Context: an optimization exercise on an open-source flow, tuned for small area and a short achievable clock period. The choices shown serve that exercise and are no tape-out recipe. Function was checked by simulation only, so behaviour that the tests miss may differ from the original. Power figures rest on the tool's default switching activity, not on a simulated workload.

==> flow/design.v (outline; a module is shown in full before it is edited, if it fits) <==
// module lng_unit: 435 lines
// module lng_add: 38 lines
// module lng_mtree: 610 lines
module lng_unit (
    input  wire        clk,
    input  wire        rst,         
    input  wire        issue,
    input  wire [5:0]  op,
    input  wire [14:0] m,
    input  wire [39:0] a,
    input  wire [39:0] b,
    input  wire [39:0] acc_lo,      
    input  wire [39:0] acc_hi,      
    input  wire        psn,         
    input  wire [2:0]  slot,
    input  wire [19:0] origin,      
    output wire        ready,
    output wire        done,
    output wire        trap,
    output wire        pair,
    output wire [39:0] r0,
    output wire [39:0] r1,
    output wire [7:0]  cause,
    output wire [17:0] info
);
  // ...
==> flow/run.sh <==
#!/bin/bash
# synth_recipe.tcl (not shown) runs the flow's synth.tcl, then flattens the netlist and writes it again
# the make line also repeats each setting of config.mk as NAME=value (left out here)
make -C /OpenROAD-flow-scripts/flow DESIGN_CONFIG=/design/flow/config.mk WORK_HOME=/design/flow/orfs CLKGATE_MAP_FILE= SYNTH_SCRIPT=/design/flow/synth_recipe.tcl finish
==> flow/config.mk <==
export PLATFORM = sky130hd
export DESIGN_NAME = lng_unit
export DESIGN_NICKNAME = lng_unit
export VERILOG_FILES = /design/flow/design.v
export SDC_FILE = /design/flow/constraint.sdc
export NUM_CORES = 4
export LEC_CHECK = 0
export ABC_AREA = 1
export CAP_MARGIN = 75
export CORE_MARGIN = 2
export CORE_UTILIZATION = 40
export SLEW_MARGIN = 75
==> flow/constraint.sdc <==
create_clock -name core_clock -period 25.0 [get_ports {clk}]
set_input_delay 5.0000 -clock core_clock [delete_from_list [all_inputs] [get_ports {clk}]]
set_output_delay 5.0000 -clock core_clock [all_outputs]
set_load 0.01 [all_outputs]
==> notes.md, run 1 <==
DRC violation count after routing 0; Placeable Area 0.135 sq mm; Inserted Clock Buffers 39; clk latency of the worst-skew pair 0.67 ns; count of max-cap constraint violations 0; Period minus WS final 9.40 ns; launch point of the worst path sb_short$_DFFE_PN_; Fin Clk Skew between 0.05 and 0.06 ns; Max Root-Sink Buffers 3; top-count cell post-synth sky130_fd_sc_hd__nand2_1; Worst Hold Class flip-flop to flip-flop; CTS H-tree lvls 2; arrival time at the worst endpoint 9.89 ns; TAP cells roughly 1800; number of clock sinks 249; final estimated routing congestion in global placement 1.11; via count 65900; Distinct cells, synth 82; Leading cell kind multi-input combinational cells; CTS clk-pin slew, worst paths roughly 0.06 ns; commonest non-fill, non-tap cell in the layout sky130_fd_sc_hd__nand2_1; type of destination of the critical path flip-flop; peak clock frequency supported by timing ~0.11 GHz; library cell contributing the largest single delay on the critical path sky130_fd_sc_hd__clkdlybuf4s50_1; comb_multi_in 6474; logic depth of the worst register-to-register path 37; outcome no timing/DRC/antenna violations; internal power component ~3.2 mW; end of the critical path xh[21]$_DFF_P_; Pwr Total 10.5 mW; cell area after technology mapping 0.0543 sq mm; power density over the cells between 150 and 200 mW/mm^2; maximum number of pins on one net before global-route repair 54; non-clock inverter count in the final layout 1172; Net Sw Power 7.29 mW; die outline width 372 um; sum of routed wire length over all layers approximately 350000 um; most used cells in the layout excluding fill and tap cells 1891 x sky130_fd_sc_hd__nand2_1, 994 x sky130_fd_sc_hd__inv_1, 550 x sky130_fd_sc_hd__nor2_1; worst setup slack for register-to-register paths approximately 16 ns; layout sequential cell count 249; placed cell area ~0.063 sq mm; Final Cycle Share 0.376; reg2reg end xh[21]$_DFF_P_
==> module lng_unit, before the edit <==
module lng_unit (
    input  wire        clk,
    input  wire        rst,         
    input  wire        issue,
    input  wire [5:0]  op,
    input  wire [14:0] m,
    input  wire [39:0] a,
    input  wire [39:0] b,
    input  wire [39:0] acc_lo,      
    input  wire [39:0] acc_hi,      
    input  wire        psn,         
    input  wire [2:0]  slot,
    input  wire [19:0] origin,      
    output wire        ready,
    output wire        done,
    output wire        trap,
    output wire        pair,
    output wire [39:0] r0,
    output wire [39:0] r1,
    output wire [7:0]  cause,
    output wire [17:0] info
);
    localparam [3:0] T_EMPTY = 4'd0, T_NAT = 4'd1, T_INT = 4'd2, T_BITS = 4'd3,
                     T_SHORT = 4'd5, T_POISON = 4'd14, T_WIDE = 4'd15;
    localparam [7:0] C_TAGV = 8'h01, C_DIVZ = 8'h0E, C_ILLOP = 8'h0F;
    localparam [3:0] OP_MUL = 4'd0, OP_MULH = 4'd1, OP_MULW = 4'd2, OP_MAC = 4'd3,
                     OP_DIV = 4'd4, OP_DIVU = 4'd5, OP_REM = 4'd6, OP_REMU = 4'd7,
                     OP_CRC = 4'd8, OP_CRCFIN = 4'd9, OP_SQRTU = 4'd10;
    reg         busy, rdy, done_r, trap_r, pair_r;
    reg  [4:0]  cnt;         
    reg  [39:0] xa, xb, xl, xh;
    reg  [3:0]  opq;
    reg  [6:0]  mq;
    reg         psnq;
    reg  [2:0]  slotq;
    reg  [19:0] origq;
    reg         sgn_a;       
    reg  [20:0] bctl;        
    reg         hz, hinv;    
    reg         bsign;       
    reg         divz_r;      
    reg         sa_int, sa_short, sb_int, sb_short;    
    reg         msel_b;      
    reg         k_c0, k_c1;          
    reg  [2:0]  k_i0;                
    reg  [3:0]  k_tag;               
    reg  [2:0]  k_slot;              
    reg         k_r0, k_r7;          
    assign ready = rdy;
    assign done  = done_r;
    assign trap  = trap_r;
    assign pair  = pair_r;
    assign r0    = xl;
    assign r1    = xh;
    assign cause = {4'd0, k_c1, k_c1, k_c1, k_c0};
    assign info  = {k_r7, k_r7, k_r0, k_slot, k_tag, 5'd0, k_i0};
    wire op_crc_in  = (op == 6'd8);
    wire op_crcx_in = (op == 6'd8) || (op == 6'd9);
    wire illop_in = (op > 6'd10)
                 || (m[14:7] != 8'd0)
                 || (!op_crc_in && m[6])
                 || (!op_crcx_in && (m[5:0] != 6'd0))
                 || (op_crcx_in && m[3] && (m[2:0] != 3'd0))
                 || (op_crc_in && m[5] && m[4]);
    wire [3:0]  ta = xa[39:36];
    wire [3:0]  tb = xb[39:36];
    wire [3:0]  tl = xl[39:36];
    wire [3:0]  th = xh[39:36];
    function [36:0] true_val(input [3:0] t, input [35:0] p);
        begin
            if (t == T_INT)
                true_val = {p[35], p};
            else if (t == T_SHORT)
                true_val = {{21{p[15]}}, p[15:0]};
            else
                true_val = {1'b0, p};
        end
    endfunction
    function is_nis(input [3:0] t);
        is_nis = (t == T_NAT) || (t == T_INT) || (t == T_SHORT);
    endfunction
    function is_ni(input [3:0] t);
        is_ni = (t == T_NAT) || (t == T_INT);
    endfunction
    function is_nbs(input [3:0] t);
        is_nbs = (t == T_NAT) || (t == T_BITS) || (t == T_SHORT);
    endfunction
    function [20:0] booth(input [14:0] w);
        integer j;
        begin
            for (j = 0; j < 7; j = j + 1) begin
                booth[3*j+2] = w[2*j+2] & ~(w[2*j+1] & w[2*j]);
                booth[3*j+1] = (w[2*j+2] & ~w[2*j+1] & ~w[2*j]) | (~w[2*j+2] & w[2*j+1] & w[2*j]);
                booth[3*j]   = w[2*j+1] ^ w[2*j];
            end
        end
    endfunction
    wire is_mul  = (opq[3:2] == 2'b00);
    wire is_div  = (opq[3:2] == 2'b01);
    wire is_crc  = opq[3] && !opq[1];
    wire is_sqrt = opq[3] && opq[1];
    wire is_mac  = (opq == OP_MAC);
    wire is_mulh = (opq == OP_MULH);
    wire is_wide = is_mul && opq[1];           
    wire is_rem  = is_div && opq[1];           
    wire [4:0] last = is_mul ? 5'd3 : is_div ? 5'd17 : is_crc ? 5'd1 : 5'd19;
    wire fin = (cnt == last);                  
    reg        pois;
    reg [39:0] pois_w;
    always @* begin
        pois = 1'b0;
        pois_w = xa;
        if (ta == T_POISON) begin
            pois = 1'b1; pois_w = xa;
        end else if (opq != OP_CRCFIN && opq != OP_SQRTU && tb == T_POISON) begin
            pois = 1'b1; pois_w = xb;
        end else if (is_mac && tl == T_POISON) begin
            pois = 1'b1; pois_w = xl;
        end else if (is_mac && th == T_POISON) begin
            pois = 1'b1; pois_w = xh;
        end
    end
    reg       tagv;
    reg [3:0] tv_tag;
    reg [2:0] tv_role;
    always @* begin
        tagv = 1'b0;
        tv_tag = ta;
        tv_role = 3'd0;
        case (opq)
            OP_MUL, OP_MULH, OP_DIV, OP_REM: begin
                if (!is_nis(ta)) begin
                    tagv = 1'b1; tv_tag = ta; tv_role = 3'd0;
                end else if (!is_nis(tb)) begin
                    tagv = 1'b1; tv_tag = tb; tv_role = 3'd1;
                end else if ((ta == T_SHORT) != (tb == T_SHORT)) begin
                    tagv = 1'b1; tv_tag = tb; tv_role = 3'd1;
                end
            end
            OP_MULW, OP_MAC: begin
                if (!is_ni(ta)) begin
                    tagv = 1'b1; tv_tag = ta; tv_role = 3'd0;
                end else if (!is_ni(tb)) begin
                    tagv = 1'b1; tv_tag = tb; tv_role = 3'd1;
                end else if (is_mac && !is_ni(tl)) begin
                    tagv = 1'b1; tv_tag = tl; tv_role = 3'd7;
                end else if (is_mac && th != T_WIDE) begin
                    tagv = 1'b1; tv_tag = th; tv_role = 3'd7;
                end
            end
            OP_DIVU, OP_REMU: begin
                if (ta != T_NAT) begin
                    tagv = 1'b1; tv_tag = ta; tv_role = 3'd0;
                end else if (tb != T_NAT) begin
                    tagv = 1'b1; tv_tag = tb; tv_role = 3'd1;
                end
            end
            OP_CRC: begin
                if (!is_nbs(ta)) begin
                    tagv = 1'b1; tv_tag = ta; tv_role = 3'd0;
                end else if (!is_nbs(tb)) begin
                    tagv = 1'b1; tv_tag = tb; tv_role = 3'd1;
                end
            end
            OP_CRCFIN: begin
                if (!is_nbs(ta)) begin
                    tagv = 1'b1; tv_tag = ta; tv_role = 3'd0;
                end
            end
            default: begin   
                if (ta != T_NAT) begin
                    tagv = 1'b1; tv_tag = ta; tv_role = 3'd0;
                end
            end
        endcase
    end
    wire tv_empty = (tv_tag == T_EMPTY);
    wire short_pair = sa_short;
    wire [3:0] pair_tag = short_pair ? T_SHORT :
                          (ta == T_NAT && tb == T_NAT) ? T_NAT : T_INT;
    wire wide_nat = (ta == T_NAT) && (tb == T_NAT) && (!is_mac || tl == T_NAT);
    wire [36:0] bv = {sb_int ? xb[35] : sb_short & xb[15], sb_short ? {20{xb[15]}} : xb[35:16], xb[15:0]};
    wire divz  = is_div && divz_r;           
    wire fault = tagv || divz;
    wire exc   = pois || fault;
    wire ftrap = !pois && fault && !psnq;
    wire [39:0] p_word = {T_POISON, origq, 6'd0, tagv && !tv_empty, tagv && tv_empty,
                          tagv ? C_TAGV : C_DIVZ};
    wire [36:0] av = {sa_int ? xa[35] : sa_short & xa[15], sa_short ? {20{xa[15]}} : xa[35:16], xa[15:0]};
    wire [36:0] mand = msel_b ? bv : av;
    wire [38:0] mand39 = {{2{mand[36]}}, mand};
    wire [41:0] bx = {{5{bv[36]}}, bv};
    reg [272:0] rowe;
    reg [6:0]   rneg;
    reg [38:0]  u;
    integer j, i;
    always @* begin
        for (j = 0; j < 7; j = j + 1) begin
            for (i = 0; i < 39; i = i + 1)
                u[i] = (bctl[3*j] & mand39[i]) | (bctl[3*j+1] & ((i == 0) ? 1'b0 : mand39[i-1]));
            u = u ^ {39{bctl[3*j+2]}};
            rowe[39*j +: 39] = {~u[38], u[37:0]};
            rneg[j] = bctl[3*j+2];
        end
    end
    wire        inc  = !hz && hinv;
    wire [71:0] hrow = hz ? 72'd0 : ({xh[35:0], xl[35:0]} ^ {72{hinv}});
    wire [71:0] tx, ty, tsum;
    lng_mtree u_tree (.e(rowe), .h(hrow), .ng({rneg[6:1], rneg[0] | inc}), .x(tx), .y(ty));
    lng_add #(72, 1) u_mcpa (.x(tx), .y(ty), .ci(1'b0), .s(tsum), .co());
    wire        dci  = ~bsign;
    wire [38:0] dn39 = {3'b111, xb[35:0]};
    wire [38:0] dx   = {1'b0, xl[35:0], xa[35:34]};
    wire [38:0] dt1, dt2, dt3;
    lng_add #(39) u_d1 (.x(dx), .y(dn39),              .ci(dci),  .s(dt1), .co());
    lng_add #(39) u_d2 (.x(dx), .y({dn39[37:0], dci}), .ci(dci),  .s(dt2), .co());
    lng_add #(39) u_d3 (.x(dx), .y(xh[38:0]),          .ci(1'b0), .s(dt3), .co());
    wire [1:0]  dqa = !dt3[38] ? 2'd3 : !dt2[38] ? 2'd2 : !dt1[38] ? 2'd1 : 2'd0;
    wire [35:0] dra = !dt3[38] ? dt3[35:0] : !dt2[38] ? dt2[35:0] :
                      !dt1[38] ? dt1[35:0] : dx[35:0];
    wire [37:0] dy   = {1'b0, dra, xa[33]};
    wire [37:0] dtb;
    lng_add #(38) u_db (.x(dy), .y(dn39[37:0]), .ci(dci), .s(dtb), .co());
    wire [35:0] dr = dtb[37] ? dy[35:0] : dtb[35:0];
    wire [35:0] dq = {xa[32:0], dqa, ~dtb[37]};
    wire [21:0] sq_cat = {xh[19:0], xa[35:34]};
    wire [22:0] sq_dif;
    lng_add #(23, 1) u_sq (.x({1'b0, sq_cat}), .y(~{3'b000, xl[17:0], 2'b01}), .ci(1'b1), .s(sq_dif), .co());
    wire        sq_ge  = ~sq_dif[22];
    wire [19:0] sq_rem = sq_ge ? sq_dif[19:0] : sq_cat[19:0];
    reg [31:0] ci_r0;        
    reg [31:0] ci_t;         
    reg [31:0] ci_c;         
    integer e, n;
    always @* begin
        case (m[3:0])
            4'd0:    begin ci_t = 32'hd0ad51c1; ci_r0 = {a[7:0],  24'd0}; end
            4'd1:    begin ci_t = 32'h9303a471; ci_r0 = {a[7:0],  24'd0}; end
            4'd2:    begin ci_t = 32'h283a5edf; ci_r0 = {a[14:0], 17'd0}; end
            4'd3:    begin ci_t = 32'h1c581911; ci_r0 = {a[15:0], 16'd0}; end
            4'd4:    begin ci_t = 32'hcfffbfff; ci_r0 = {a[15:0], 16'd0}; end
            4'd5:    begin ci_t = 32'h895e8c87; ci_r0 = {a[16:0], 15'd0}; end
            4'd6:    begin ci_t = 32'h8af7beff; ci_r0 = {a[20:0], 11'd0}; end
            4'd7:    begin ci_t = 32'hf7011641; ci_r0 = a[31:0];          end
            default: begin ci_t = 32'hdea713f1; ci_r0 = a[31:0];          end
        endcase
        for (e = 0; e < 32; e = e + 1) begin
            case (m[5:4])
                2'd0:    ci_c[e] = (e < 8)  ? (ci_r0[24+(e%8)]  ^ (m[6] ? b[7-(e%8)]   : b[e%8]))  : 1'b0;
                2'd1:    ci_c[e] = (e < 16) ? (ci_r0[16+(e%16)] ^ (m[6] ? b[15-(e%16)] : b[e%16])) : 1'b0;
                default: ci_c[e] = ci_r0[e] ^ (m[6] ? b[31-e] : b[e]);
            endcase
        end
    end
    reg [31:0] c_pr;         
    reg [31:0] c_r0;         
    reg [31:0] c_mask;       
    always @* begin
        case (mq[3:0])
            4'd0:    begin c_pr = 32'h00000007; c_r0 = {xa[7:0],  24'd0}; c_mask = 32'h000000FF; end
            4'd1:    begin c_pr = 32'h0000001d; c_r0 = {xa[7:0],  24'd0}; c_mask = 32'h000000FF; end
            4'd2:    begin c_pr = 32'h00004599; c_r0 = {xa[14:0], 17'd0}; c_mask = 32'h00007FFF; end
            4'd3:    begin c_pr = 32'h00001021; c_r0 = {xa[15:0], 16'd0}; c_mask = 32'h0000FFFF; end
            4'd4:    begin c_pr = 32'h00008005; c_r0 = {xa[15:0], 16'd0}; c_mask = 32'h0000FFFF; end
            4'd5:    begin c_pr = 32'h0001685b; c_r0 = {xa[16:0], 15'd0}; c_mask = 32'h0001FFFF; end
            4'd6:    begin c_pr = 32'h00102899; c_r0 = {xa[20:0], 11'd0}; c_mask = 32'h001FFFFF; end
            4'd7:    begin c_pr = 32'h04c11db7; c_r0 = xa[31:0];          c_mask = 32'hFFFFFFFF; end
            default: begin c_pr = 32'h1edc6f41; c_r0 = xa[31:0];          c_mask = 32'hFFFFFFFF; end
        endcase
    end
    reg [31:0] tp_x, tp_f, tp_y;
    reg        tp_v;
    always @* begin
        for (e = 0; e < 32; e = e + 1)
            tp_x[e] = busy ? xl[31-e] : ci_c[31-e];
        tp_f = busy ? c_pr : ci_t;
        for (e = 0; e < 32; e = e + 1) begin
            tp_v = 1'b0;
            for (n = 0; n <= e; n = n + 1)
                tp_v = tp_v ^ (tp_x[n] & tp_f[e-n]);
            tp_y[e] = tp_v;
        end
    end
    reg [31:0] c_ulo, c_out, c_rev, c_fin;
    always @* begin
        case (mq[5:4])
            2'd0:    c_ulo = {xa[23:0], 8'd0};
            2'd1:    c_ulo = {xa[15:0], 16'd0};
            default: c_ulo = 32'd0;
        endcase
        c_out = (c_ulo ^ tp_y) & c_mask;
        for (e = 0; e < 32; e = e + 1)
            c_rev[e] = c_r0[31-e];
        c_fin = (mq[4] ? c_rev : (xa[31:0] & c_mask)) ^ (mq[5] ? c_mask : 32'd0);
    end
    wire [31:0] crc_res = opq[0] ? c_fin : c_out;
    wire        ok     = !exc;
    wire        w_pois = fin && pois;
    wire        w_flt  = fin && !pois && fault;
    wire        w_mlo  = fin && ok && is_mul && !is_mulh;        
    wire        w_mhi  = fin && ok && is_mulh && !short_pair;
    wire        w_mhs  = fin && ok && is_mulh && short_pair;        
    wire        w_dres = fin && ok && is_div;
    wire        w_crc  = fin && ok && is_crc;
    wire        w_sq   = ok && is_sqrt && (cnt != 5'd1);           
    wire        w_msh  = !fin && ok && is_mul;                     
    wire        w_dr   = !fin && ok && is_div && (cnt >= 5'd4) && (cnt <= 5'd15);
    wire        w_clr  = !fin && ok && ((is_div && cnt == 5'd3) || (is_sqrt && cnt == 5'd1));
    wire        w_hold = !(w_pois || w_flt || w_mlo || w_mhi || w_mhs || w_dres || w_crc || w_sq ||
                           w_msh || w_dr || w_clr);
    wire        mask_hi = short_pair && !is_wide;                  
    wire [3:0]  res_tag = is_wide ? (wide_nat ? T_NAT : T_INT) :
                          is_crc  ? T_BITS :
                          is_sqrt ? T_NAT : pair_tag;
    wire [35:0] mul_lo  = {tsum[7:0], xh[35:8]};
    wire [35:0] mul_hi  = tsum[43:8];
    wire [35:0] hi_keep = {{20{!mask_hi}}, 16'hFFFF};
    wire [35:0] xl_p = ({36{w_mlo}}  & mul_lo & hi_keep)
                     | ({36{w_mhi}}  & mul_hi)
                     | ({36{w_mhs}}  & {20'd0, tsum[3:0], xh[35:24]})
                     | ({36{w_dres}} & tsum[35:0] & hi_keep)
                     | ({36{w_crc}}  & {4'd0, crc_res})
                     | ({36{w_sq}}   & {xl[34:0], sq_ge})
                     | ({36{w_msh}}  & tsum[49:14])
                     | ({36{w_dr}}   & dr)
                     | ({36{w_pois}} & pois_w[35:0])
                     | ({36{w_flt}}  & p_word[35:0])
                     | ({36{w_hold}} & xl[35:0]);
    wire [3:0]  xl_t = w_pois ? pois_w[39:36] : w_flt ? T_POISON : fin ? res_tag : tl;
    wire        x_mp1  = !fin && ok && is_mul && cnt[0];           
    wire        x_mp2  = !fin && ok && is_mul && !cnt[0];          
    wire        x_m3   = !fin && ok && is_div && (cnt == 5'd2);    
    wire        x_fin  = fin && ok;
    wire        x_sq   = ok && is_sqrt;
    wire        x_hold = !(w_pois || w_flt || x_fin || x_mp1 || x_mp2 || x_m3 || x_sq);
    wire [35:0] xh_p = ({36{x_mp1}}  & {tsum[13:0], tsum[71:50]})
                     | ({36{x_mp2}}  & {tsum[13:0], xh[35:22], tsum[57:50]})
                     | ({36{x_m3}}   & tsum[35:0])
                     | ({36{x_fin}}  & mul_hi)
                     | ({36{x_sq}}   & {xh[35:20], (cnt == 5'd1) ? 20'd0 : sq_rem})
                     | ({36{w_pois}} & pois_w[35:0])
                     | ({36{w_flt}}  & p_word[35:0])
                     | ({36{x_hold}} & xh[35:0]);
    wire [3:0]  xh_t = w_pois ? pois_w[39:36] : w_flt ? T_POISON : x_m3 ? {th[3], tsum[38:36]} :
                       x_fin ? T_WIDE : th;
    wire [20:0] dpat = (cnt == 5'd1) ? {15'd0, ~bv[36], 2'b01, bv[36], 2'b01} :    
                       (cnt == 5'd2) ? {18'd0, sgn_a, 2'b01} :                       
                       is_rem        ? 21'd0 :                                       
                                       {18'd0, sgn_a ^ bsign, 2'b01};                
    always @(posedge clk) begin
        if (!busy) begin
            xa       <= a;
            xb       <= b;
            xl       <= (op == 6'd8) ? {acc_lo[39:32], tp_y} : acc_lo;    
            xh       <= acc_hi;
            opq      <= op[3:0];
            mq       <= m[6:0];
            psnq     <= psn;
            slotq    <= slot;
            origq    <= origin;
            sa_int   <= (a[39:36] == T_INT);
            sa_short <= (a[39:36] == T_SHORT);
            sb_int   <= (b[39:36] == T_INT);
            sb_short <= (b[39:36] == T_SHORT);
            msel_b   <= 1'b0;
            bctl     <= booth({b[13:0], 1'b0});
            hz       <= (op != 6'd3);
            hinv     <= 1'b0;
        end else begin
            bctl   <= is_div ? dpat : booth(cnt[0] ? bx[27:13] : bx[41:27]);
            hz     <= is_div && !(cnt == 5'd16 && is_rem);
            hinv   <= is_div && sgn_a;
            msel_b <= is_div && (cnt == 5'd1);
            xl     <= {xl_t, xl_p};
            xh     <= {xh_t, xh_p};
            if (ok && is_div && cnt == 5'd2)
                xb[35:0] <= bsign ? bv[35:0] : ~bv[35:0];
            if (ok && is_div && cnt == 5'd3)
                xa[35:0] <= tsum[35:0];
            else if (w_dr)
                xa[35:0] <= dq;
            else if (ok && is_sqrt && cnt != 5'd1)
                xa[35:0] <= {xa[33:0], 2'b00};
        end
    end
    always @(posedge clk) begin
        if (!busy) begin
            k_c0   <= 1'b1;
            k_c1   <= 1'b1;
            k_i0   <= 3'b001;
            k_tag  <= 4'd0;
            k_slot <= slot;
            k_r0   <= 1'b0;
            k_r7   <= 1'b0;
        end else if (fin) begin
            k_c0   <= tagv;
            k_c1   <= !tagv;
            k_i0   <= tagv ? {1'b0, !tv_empty, tv_empty} : opq[2:0];
            k_tag  <= tagv ? tv_tag : 4'd0;
            k_slot <= tagv ? slotq : 3'd0;
            k_r0   <= tagv && (tv_role != 3'd0);
            k_r7   <= tagv && (tv_role == 3'd7);
        end
    end
    always @(posedge clk)
        if (cnt == 5'd1) begin
            sgn_a  <= av[36];
            bsign  <= bv[36];
            divz_r <= (bv == 37'd0);
        end
    always @(posedge clk) begin
        if (!busy)
            cnt <= 5'd1;
        else
            cnt <= cnt + 5'd1;
    end
    always @(posedge clk) begin
        if (rst) begin
            busy   <= 1'b0;
            rdy    <= 1'b1;
            done_r <= 1'b0;
        end else if (!busy) begin
            trap_r <= 1'b1;
            done_r <= issue && illop_in;
            busy   <= issue && !illop_in;
            rdy    <= !(issue && !illop_in);
        end else if (fin) begin
            busy   <= 1'b0;
            rdy    <= 1'b1;
            done_r <= 1'b1;
            trap_r <= ftrap;
            pair_r <= is_wide && !ftrap;
        end
    end
endmodule
==> module lng_add, before the edit <==
module lng_add #(parameter W = 8, parameter BK = 0) (
    input  wire [W-1:0] x,
    input  wire [W-1:0] y,
    input  wire         ci,
    output wire [W-1:0] s,
    output wire         co
);
    reg [W-1:0] g, p, gg, pp;
    integer d, i;
    always @* begin
        g = x & y;
        p = x ^ y;
        gg = g;
        pp = p;
        gg[0] = g[0] | (p[0] & ci);
        if (BK == 0) begin
            for (d = 1; d < W; d = d * 2)
                for (i = 0; i < W; i = i + 1)
                    if ((i & d) != 0) begin
                        gg[i] = gg[i] | (pp[i] & gg[(i & ~(2*d - 1)) + d - 1]);
                        pp[i] = pp[i] & pp[(i & ~(2*d - 1)) + d - 1];
                    end
        end else begin
            for (d = 1; d < W; d = d * 2)
                for (i = 2*d - 1; i < W; i = i + 2*d) begin
                    gg[i] = gg[i] | (pp[i] & gg[i-d]);
                    pp[i] = pp[i] & pp[i-d];
                end
            for (d = 64; d >= 1; d = d / 2)
                for (i = 3*d - 1; i < W; i = i + 2*d) begin
                    gg[i] = gg[i] | (pp[i] & gg[i-d]);
                    pp[i] = pp[i] & pp[i-d];
                end
        end
    end
    assign s  = p ^ {gg[W-2:0], ci};
    assign co = gg[W-1];
endmodule
==> inputs of run 2 (changes only) <==
--- a/flow/design.v
+++ b/flow/design.v
@@ -207,7 +207,7 @@
     wire [71:0] hrow = hz ? 72'd0 : ({xh[35:0], xl[35:0]} ^ {72{hinv}});
     wire [71:0] tx, ty, tsum;
     lng_mtree u_tree (.e(rowe), .h(hrow), .ng({rneg[6:1], rneg[0] | inc}), .x(tx), .y(ty));
-    lng_add #(72, 1) u_mcpa (.x(tx), .y(ty), .ci(1'b0), .s(tsum), .co());
+    lng_add #(72) u_mcpa (.x(tx), .y(ty), .ci(1'b0), .s(tsum), .co());
     wire        dci  = ~bsign;
     wire [38:0] dn39 = {3'b111, xb[35:0]};
     wire [38:0] dx   = {1'b0, xl[35:0], xa[35:34]};
@@ -225,32 +225,43 @@
     wire [35:0] dq = {xa[32:0], dqa, ~dtb[37]};
     wire [21:0] sq_cat = {xh[19:0], xa[35:34]};
     wire [22:0] sq_dif;
-    lng_add #(23, 1) u_sq (.x({1'b0, sq_cat}), .y(~{3'b000, xl[17:0], 2'b01}), .ci(1'b1), .s(sq_dif), .co());
+    lng_add #(23) u_sq (.x({1'b0, sq_cat}), .y(~{3'b000, xl[17:0], 2'b01}), .ci(1'b1), .s(sq_dif), .co());
     wire        sq_ge  = ~sq_dif[22];
     wire [19:0] sq_rem = sq_ge ? sq_dif[19:0] : sq_cat[19:0];
-    reg [31:0] ci_r0;        
     reg [31:0] ci_t;         
-    reg [31:0] ci_c;         
+    reg [31:0] ci_ra;        
+    reg [31:0] ci_rd;        
+    reg [31:0] ci_x;
     integer e, n;
     always @* begin
-        case (m[3:0])
-            4'd0:    begin ci_t = 32'hd0ad51c1; ci_r0 = {a[7:0],  24'd0}; end
-            4'd1:    begin ci_t = 32'h9303a471; ci_r0 = {a[7:0],  24'd0}; end
-            4'd2:    begin ci_t = 32'h283a5edf; ci_r0 = {a[14:0], 17'd0}; end
-            4'd3:    begin ci_t = 32'h1c581911; ci_r0 = {a[15:0], 16'd0}; end
-            4'd4:    begin ci_t = 32'hcfffbfff; ci_r0 = {a[15:0], 16'd0}; end
-            4'd5:    begin ci_t = 32'h895e8c87; ci_r0 = {a[16:0], 15'd0}; end
-            4'd6:    begin ci_t = 32'h8af7beff; ci_r0 = {a[20:0], 11'd0}; end
-            4'd7:    begin ci_t = 32'hf7011641; ci_r0 = a[31:0];          end
-            default: begin ci_t = 32'hdea713f1; ci_r0 = a[31:0];          end
-        endcase
         for (e = 0; e < 32; e = e + 1) begin
+            case (m[3:0])
+                4'd0, 4'd1: ci_ra[e] = (e < 8)  ? a[7-(e%8)]   : 1'b0;
+                4'd2:       ci_ra[e] = (e < 15) ? a[14-(e%15)] : 1'b0;
+                4'd3, 4'd4: ci_ra[e] = (e < 16) ? a[15-(e%16)] : 1'b0;
+                4'd5:       ci_ra[e] = (e < 17) ? a[16-(e%17)] : 1'b0;
+                4'd6:       ci_ra[e] = (e < 21) ? a[20-(e%21)] : 1'b0;
+                default:    ci_ra[e] = a[31-e];
+            endcase
             case (m[5:4])
-                2'd0:    ci_c[e] = (e < 8)  ? (ci_r0[24+(e%8)]  ^ (m[6] ? b[7-(e%8)]   : b[e%8]))  : 1'b0;
-                2'd1:    ci_c[e] = (e < 16) ? (ci_r0[16+(e%16)] ^ (m[6] ? b[15-(e%16)] : b[e%16])) : 1'b0;
-                default: ci_c[e] = ci_r0[e] ^ (m[6] ? b[31-e] : b[e]);
+                2'd0:    ci_rd[e] = (e < 8)  ? (m[6] ? b[e%8]  : b[7-(e%8)])   : 1'b0;
+                2'd1:    ci_rd[e] = (e < 16) ? (m[6] ? b[e%16] : b[15-(e%16)]) : 1'b0;
+                default: ci_rd[e] = m[6] ? b[e] : b[31-e];
             endcase
+            ci_x[e] = (ci_ra[e] & ((m[5:4] == 2'd0) ? (e < 8) : (m[5:4] == 2'd1) ? (e < 16) : 1'b1))
+                      ^ ci_rd[e];
         end
+        case (m[3:0])
+            4'd0:    ci_t = 32'hd0ad51c1;
+            4'd1:    ci_t = 32'h9303a471;
+            4'd2:    ci_t = 32'h283a5edf;
+            4'd3:    ci_t = 32'h1c581911;
+            4'd4:    ci_t = 32'hcfffbfff;
+            4'd5:    ci_t = 32'h895e8c87;
+            4'd6:    ci_t = 32'h8af7beff;
+            4'd7:    ci_t = 32'hf7011641;
+            default: ci_t = 32'hdea713f1;
+        endcase
     end
     reg [31:0] c_pr;         
     reg [31:0] c_r0;         
@@ -267,12 +278,16 @@
             4'd7:    begin c_pr = 32'h04c11db7; c_r0 = xa[31:0];          c_mask = 32'hFFFFFFFF; end
             default: begin c_pr = 32'h1edc6f41; c_r0 = xa[31:0];          c_mask = 32'hFFFFFFFF; end
         endcase
+        if (!busy)
+            c_mask = 32'hFFFFFFFF;
     end
     reg [31:0] tp_x, tp_f, tp_y;
     reg        tp_v;
     always @* begin
         for (e = 0; e < 32; e = e + 1)
-            tp_x[e] = busy ? xl[31-e] : ci_c[31-e];
+            tp_x[e] = busy ? ((mq[5:4] == 2'd0) ? ((e < 8)  ? xl[7-(e%8)]   : 1'b0) :
+                              (mq[5:4] == 2'd1) ? ((e < 16) ? xl[15-(e%16)] : 1'b0) : xl[31-e])
+                           : ci_x[e];
         tp_f = busy ? c_pr : ci_t;
         for (e = 0; e < 32; e = e + 1) begin
             tp_v = 1'b0;
@@ -283,17 +298,17 @@
     end
     reg [31:0] c_ulo, c_out, c_rev, c_fin;
     always @* begin
-        case (mq[5:4])
-            2'd0:    c_ulo = {xa[23:0], 8'd0};
-            2'd1:    c_ulo = {xa[15:0], 16'd0};
+        case ({busy, mq[5:4]})
+            3'b100:  c_ulo = {xa[23:0], 8'd0};
+            3'b101:  c_ulo = {xa[15:0], 16'd0};
             default: c_ulo = 32'd0;
         endcase
-        c_out = (c_ulo ^ tp_y) & c_mask;
+        c_out = (c_ulo ^ tp_y) & c_mask;     
         for (e = 0; e < 32; e = e + 1)
             c_rev[e] = c_r0[31-e];
         c_fin = (mq[4] ? c_rev : (xa[31:0] & c_mask)) ^ (mq[5] ? c_mask : 32'd0);
     end
-    wire [31:0] crc_res = opq[0] ? c_fin : c_out;
+    wire        crc_sel = busy ? (fin && !exc && is_crc && !opq[0]) : (op == 6'd8);
     wire        ok     = !exc;
     wire        w_pois = fin && pois;
     wire        w_flt  = fin && !pois && fault;
@@ -301,7 +316,7 @@
     wire        w_mhi  = fin && ok && is_mulh && !short_pair;
     wire        w_mhs  = fin && ok && is_mulh && short_pair;        
     wire        w_dres = fin && ok && is_div;
-    wire        w_crc  = fin && ok && is_crc;
+    wire        w_crc  = fin && ok && is_crc && opq[0];            
     wire        w_sq   = ok && is_sqrt && (cnt != 5'd1);           
     wire        w_msh  = !fin && ok && is_mul;                     
     wire        w_dr   = !fin && ok && is_div && (cnt >= 5'd4) && (cnt <= 5'd15);
@@ -319,7 +334,7 @@
                      | ({36{w_mhi}}  & mul_hi)
                      | ({36{w_mhs}}  & {20'd0, tsum[3:0], xh[35:24]})
                      | ({36{w_dres}} & tsum[35:0] & hi_keep)
-                     | ({36{w_crc}}  & {4'd0, crc_res})
+                     | ({36{w_crc}}  & {4'd0, c_fin})
                      | ({36{w_sq}}   & {xl[34:0], sq_ge})
                      | ({36{w_msh}}  & tsum[49:14])
                      | ({36{w_dr}}   & dr)
@@ -351,7 +366,7 @@
         if (!busy) begin
             xa       <= a;
             xb       <= b;
-            xl       <= (op == 6'd8) ? {acc_lo[39:32], tp_y} : acc_lo;    
+            xl       <= crc_sel ? {T_BITS, 4'd0, c_out} : acc_lo;      
             xh       <= acc_hi;
             opq      <= op[3:0];
             mq       <= m[6:0];
@@ -371,7 +386,7 @@
             hz     <= is_div && !(cnt == 5'd16 && is_rem);
             hinv   <= is_div && sgn_a;
             msel_b <= is_div && (cnt == 5'd1);
-            xl     <= {xl_t, xl_p};
+            xl     <= crc_sel ? {T_BITS, 4'd0, c_out} : {xl_t, xl_p};
             xh     <= {xh_t, xh_p};
             if (ok && is_div && cnt == 5'd2)
                 xb[35:0] <= bsign ? bv[35:0] : ~bv[35:0];
@@ -433,7 +448,7 @@
         end
     end
 endmodule
-module lng_add #(parameter W = 8, parameter BK = 0) (
+module lng_add #(parameter W = 8) (
     input  wire [W-1:0] x,
     input  wire [W-1:0] y,
     input  wire         ci,
@@ -448,25 +463,12 @@
         gg = g;
         pp = p;
         gg[0] = g[0] | (p[0] & ci);
-        if (BK == 0) begin
-            for (d = 1; d < W; d = d * 2)
-                for (i = 0; i < W; i = i + 1)
-                    if ((i & d) != 0) begin
-                        gg[i] = gg[i] | (pp[i] & gg[(i & ~(2*d - 1)) + d - 1]);
-                        pp[i] = pp[i] & pp[(i & ~(2*d - 1)) + d - 1];
-                    end
-        end else begin
-            for (d = 1; d < W; d = d * 2)
-                for (i = 2*d - 1; i < W; i = i + 2*d) begin
-                    gg[i] = gg[i] | (pp[i] & gg[i-d]);
-                    pp[i] = pp[i] & pp[i-d];
+        for (d = 1; d < W; d = d * 2)
+            for (i = 0; i < W; i = i + 1)
+                if ((i & d) != 0) begin
+                    gg[i] = gg[i] | (pp[i] & gg[(i & ~(2*d - 1)) + d - 1]);
+                    pp[i] = pp[i] & pp[(i & ~(2*d - 1)) + d - 1];
                 end
-            for (d = 64; d >= 1; d = d / 2)
-                for (i = 3*d - 1; i < W; i = i + 2*d) begin
-                    gg[i] = gg[i] | (pp[i] & gg[i-d]);
-                    pp[i] = pp[i] & pp[i-d];
-                end
-        end
     end
     assign s  = p ^ {gg[W-2:0], ci};
     assign co = gg[W-1];
--- a/flow/config.mk
+++ b/flow/config.mk
@@ -6,7 +6,7 @@
 export NUM_CORES = 4
 export LEC_CHECK = 0
 export ABC_AREA = 1
-export CAP_MARGIN = 75
+export CAP_MARGIN = 50
 export CORE_MARGIN = 2
 export CORE_UTILIZATION = 40
-export SLEW_MARGIN = 75
+export SLEW_MARGIN = 50
==> notes.md, run 2 <==
unrepaired setup endpoints after global routing no (unchanged); number of cells in the design after placement 10600 (was 10400); slew at the pin closest to its max-slew limit 0.842 ns; Period minus WS final 10.16 ns (was 9.40 ns); number of enable-type register cells in the synthesized netlist 134 (unchanged); launch point of the worst path xa[34]$_DFFE_PP_ (was sb_short$_DFFE_PN_); Max stage delay on crit path 0.63 ns (was 0.59 ns); complex-gate fraction of the synthesized area 0.186 (was 0.210); global-route congestion overflow total 0 (unchanged); final setup TNS 0 ns (unchanged); most used cells in the layout excluding fill and tap cells 2187 x sky130_fd_sc_hd__nand2_1, 1095 x sky130_fd_sc_hd__inv_1, 644 x sky130_fd_sc_hd__nand3_1 (was 1891 x sky130_fd_sc_hd__nand2_1, 994 x sky130_fd_sc_hd__inv_1, 550 x sky130_fd_sc_hd__nor2_1); maximum number of pins on one net before global-route repair 83 (was 54); CTS H-tree lvls 2 (unchanged); highest fanout seen on the critical path 48 (was 14); worst supply voltage drop on vdd 674 uV (was 478 uV); die footprint 0.141 sq mm (was 0.139 sq mm); routed length per placed instance 33.4 um (was 33.2 um); share of the yosys chip area belonging to registers 0.115 (was 0.117); core utilization of the finished layout 0.453 (was 0.481); post-synthesis to final-layout area growth 12.9% (was 19.7%); top post-synthesis cells by area sky130_fd_sc_hd__nand2_1 15%, sky130_fd_sc_hd__fa_1 9.7%, sky130_fd_sc_hd__xor2_1 8.2% (was sky130_fd_sc_hd__nand2_1 13%, sky130_fd_sc_hd__fa_1 11%, sky130_fd_sc_hd__xor2_1 8.6%); number of flip-flops and latches in the synthesized netlist 249 (unchanged); Vias/cell 6.36 (was 6.30); number of post-CTS setup repair buffers 0 (unchanged); Inserted Clock Buffers 38 (was 39); die outline width 375 um (was 372 um); dominant cell type by count on the critical path sky130_fd_sc_hd__nand2_1 (unchanged); type of the setup path with the least slack flip-flop to flip-flop (unchanged); proportion of layout cells with a drive suffix above 1 0.0671 (was 0.131); count of max-cap constraint violations 0 (unchanged); worst-case setup slack after placement 15.21 ns (was 15.65 ns); global-route usage over all layers 0.492 (was 0.488); number of setup violations in the final report 0 (unchanged); antenna viol nets, final 0 (unchanged); global-route wire length before repair 491000 um (was 476000 um); Adder-Cell Fraction of Synth Area 0.166 (was 0.179); number of max-slew violations in the final report 0 (unchanged); via count of the first global-routing pass 61700 (was 60500); row count 136 (was 135); DR iter-0 viols 10900 (was 8975); worst min-delay path startpoint rdy$_SDFFE_PP1P_ (was rdy$_SDFFE_PP1N_); Max Root-Sink Buffers 3 (unchanged); portion of synthesized cell area occupied by the leading cell type 0.150 (was 0.133); number of detailed-route iterations in the first pass 7 (was 8); clk latency of the worst-skew pair 0.68 ns (was 0.67 ns); arrival time at the worst endpoint 10.73 ns (was 9.89 ns); final cell count without fillers 10800 (was 10500); leading cell types by count after synthesis 2205 x sky130_fd_sc_hd__nand2_1, 1116 x sky130_fd_sc_hd__inv_1, 647 x sky130_fd_sc_hd__nand3_1 (was 1923 x sky130_fd_sc_hd__nand2_1, 1099 x sky130_fd_sc_hd__inv_1, 592 x sky130_fd_sc_hd__nor2_1); peak clock frequency supported by timing 0.0984 GHz (was 0.106 GHz); via count 68400 (was 65900); type of destination of the critical path flip-flop (unchanged); commonest non-fill, non-tap cell in the layout sky130_fd_sc_hd__nand2_1 (unchanged); # port buffers 308 (unchanged); Final Cycle Share 0.406 (was 0.376); worst path setup slack after routing 14.84 ns (was 15.60 ns); leakage power 29.6 nW (was 29.5 nW); sum of routed wire length over all layers 359000 um (was 348000 um); worst endpoint required time 25.57 ns (was 25.49 ns); number of instances in the synthesized netlist 8779 (was 8382); endpoints failing hold 0 (unchanged); multiplexer share of the synthesized area 0 (unchanged); post-cts sizing count 0 (unchanged); cell at the root of the clock tree sky130_fd_sc_hd__clkbuf_16 (unchanged); share of async-settable or async-resettable flops after synthesis 0 (unchanged); primary flip-flop cell chosen by synthesis mapping sky130_fd_sc_hd__edfxtp_1 (unchanged); Die Ht 375 um (was 372 um); Pwr Total 10.3 mW (was 10.5 mW); placed cell area 0.0605 sq mm (was 0.0631 sq mm); final estimated routing congestion in global placement 1.11 (about the same); Distinct cells, synth 77 (was 82); number of nets in the layout 9671 (was 9451); area fraction in and, or, nand and nor cells after synthesis 0.295 (was 0.256); worst reg2reg path startpoint xa[34]$_DFFE_PP_ (was sb_short$_DFFE_PN_); power density over the cells 166 mW/mm^2 (was 162 mW/mm^2); number of antenna violations at the first check in global routing 37 (unchanged); synthesized area divided by synthesized cell count 6.27 sq um (was 6.48 sq um); Placeable Area 0.137 sq mm (was 0.135 sq mm); dominant combinational cell family by area after synthesis simple AND/OR/NAND/NOR gates (unchanged); clock tree from TritonCTS done (unchanged); top cell type by total area after synthesis sky130_fd_sc_hd__nand2_1 (unchanged); hold buffer count at cts 0 (unchanged); CTS clk-pin slew, worst paths 0.07 ns (was 0.06 ns); Yosys warning count 5 (unchanged); Worst Hold Class flip-flop to flip-flop (unchanged); number of clock sinks 249 (unchanged); Fin Clk Skew 0.0544 ns (was 0.0594 ns); library cell contributing the largest single delay on the critical path sky130_fd_sc_hd__inv_1 (was sky130_fd_sc_hd__clkdlybuf4s50_1); final instance area 0.0622 sq mm (was 0.0650 sq mm); starting density of the core 0.402 (about the same); Synth Area in XOR/XNOR 0.114 (was 0.115); outcome no timing/DRC/antenna violations (unchanged); startpoint type of the worst setup path flip-flop (unchanged); Final HPWL DP 274000 um (was 273000 um); total I/O pin count 318 (unchanged); top-count cell post-synth sky130_fd_sc_hd__nand2_1 (unchanged); Hold Worst Slack 0.475 ns (was 0.454 ns); DRC violation count after routing 0 (unchanged); Slew Limit Headroom 0.436; cell area after technology mapping 0.0551 sq mm (was 0.0543 sq mm)
-- run 2: power breakdown --
group	switching [mW]	internal, mW	leakage, nW
clock network	0.282	0.352	0.669
logic	7.11	2.07	26.5
registers	0.0372	0.452	2.39
total	7.43	2.87	29.6
-- run 2: path summary, 6_finish.rpt --
kind              slack [ns]          endpoint  cells past startpoint
setup / recovery       14.84    xl[31]$_DFF_P_                     41
hold / removal          0.47  rdy$_SDFFE_PP1P_                      2
setup reg to reg       14.84    xl[31]$_DFF_P_                     41
hold reg to reg         0.47  rdy$_SDFFE_PP1P_                      2
-- run 2: cells by family after synthesis --
logic type	after synthesis
compound gates	1739
xor+xnor	714
fa+ha+maj	569
buf+inv	1676
flops	249
other cells	1
simple gates	3831
-- run 2: layout make-up --
cell class / instances / area (sq um)
Timing Repair Buffer: 572 / 5190
Antenna cell: 42 / 105
Clock inverter: 25 / 322
Tap cell: 1794 / 2240
Inverter: 1171 / 4430
Multi-Input combinational cell: 6862 / 42500
Clock buffer: 45 / 1060
Sequential cell: 249 / 6340
Fill cell: 14600 / 75000
-- run 2: worst max-delay path, delay by kind of cell, from the launching register on --
kind	cells	cell delay [ns]
buffers and inverters	5	1.97
adder cells (fa/ha/maj)	3	1.05
AND/OR/NAND/NOR	30	5.35
flip-flops	1	0.36
AO/OA/AOI/OAI	3	1.19
-- run 2: layer usage --
| metal | vias up | global-route usage | share of wire |
|---|---|---|---|
| li1 | 29000 | - | - |
| met1 | 32500 | 0.628 | 0.38 |
| met2 | 5573 | 0.697 | 0.40 |
| met3 | 1270 | 0.153 | 0.13 |
| met4 | 36 | 0.358 | 0.089 |
| met5 | - | 0 | 0.00087 |

[what the ideal ports hide]
The flow's constraints put no driver on any port. The routed layouts listed below were extracted and timed again, unchanged, in two steps.
Step 1 assumes that a clkbuf_16 drives the clock port and a buf_2 every other input.
Step 2 also shifts input and output timing later by t, the mid clock arrival at the registers, as if the neighbouring blocks saw the same clock.
Slacks: no drivers / after step 1 / after step 2; pairs: no drivers / after step 1.
run	t, ns	slack for setup (ns)	latest minus earliest clock arrival (ns)	worst data-port slew with drivers (ns)
run 1	0.724	15.598 / 15.598 / 15.598	0.059 / 0.059	0.08
run 2	0.732	14.842 / 14.842 / 14.842	0.054 / 0.054	0.10
After both steps every run listed still meets setup and hold.
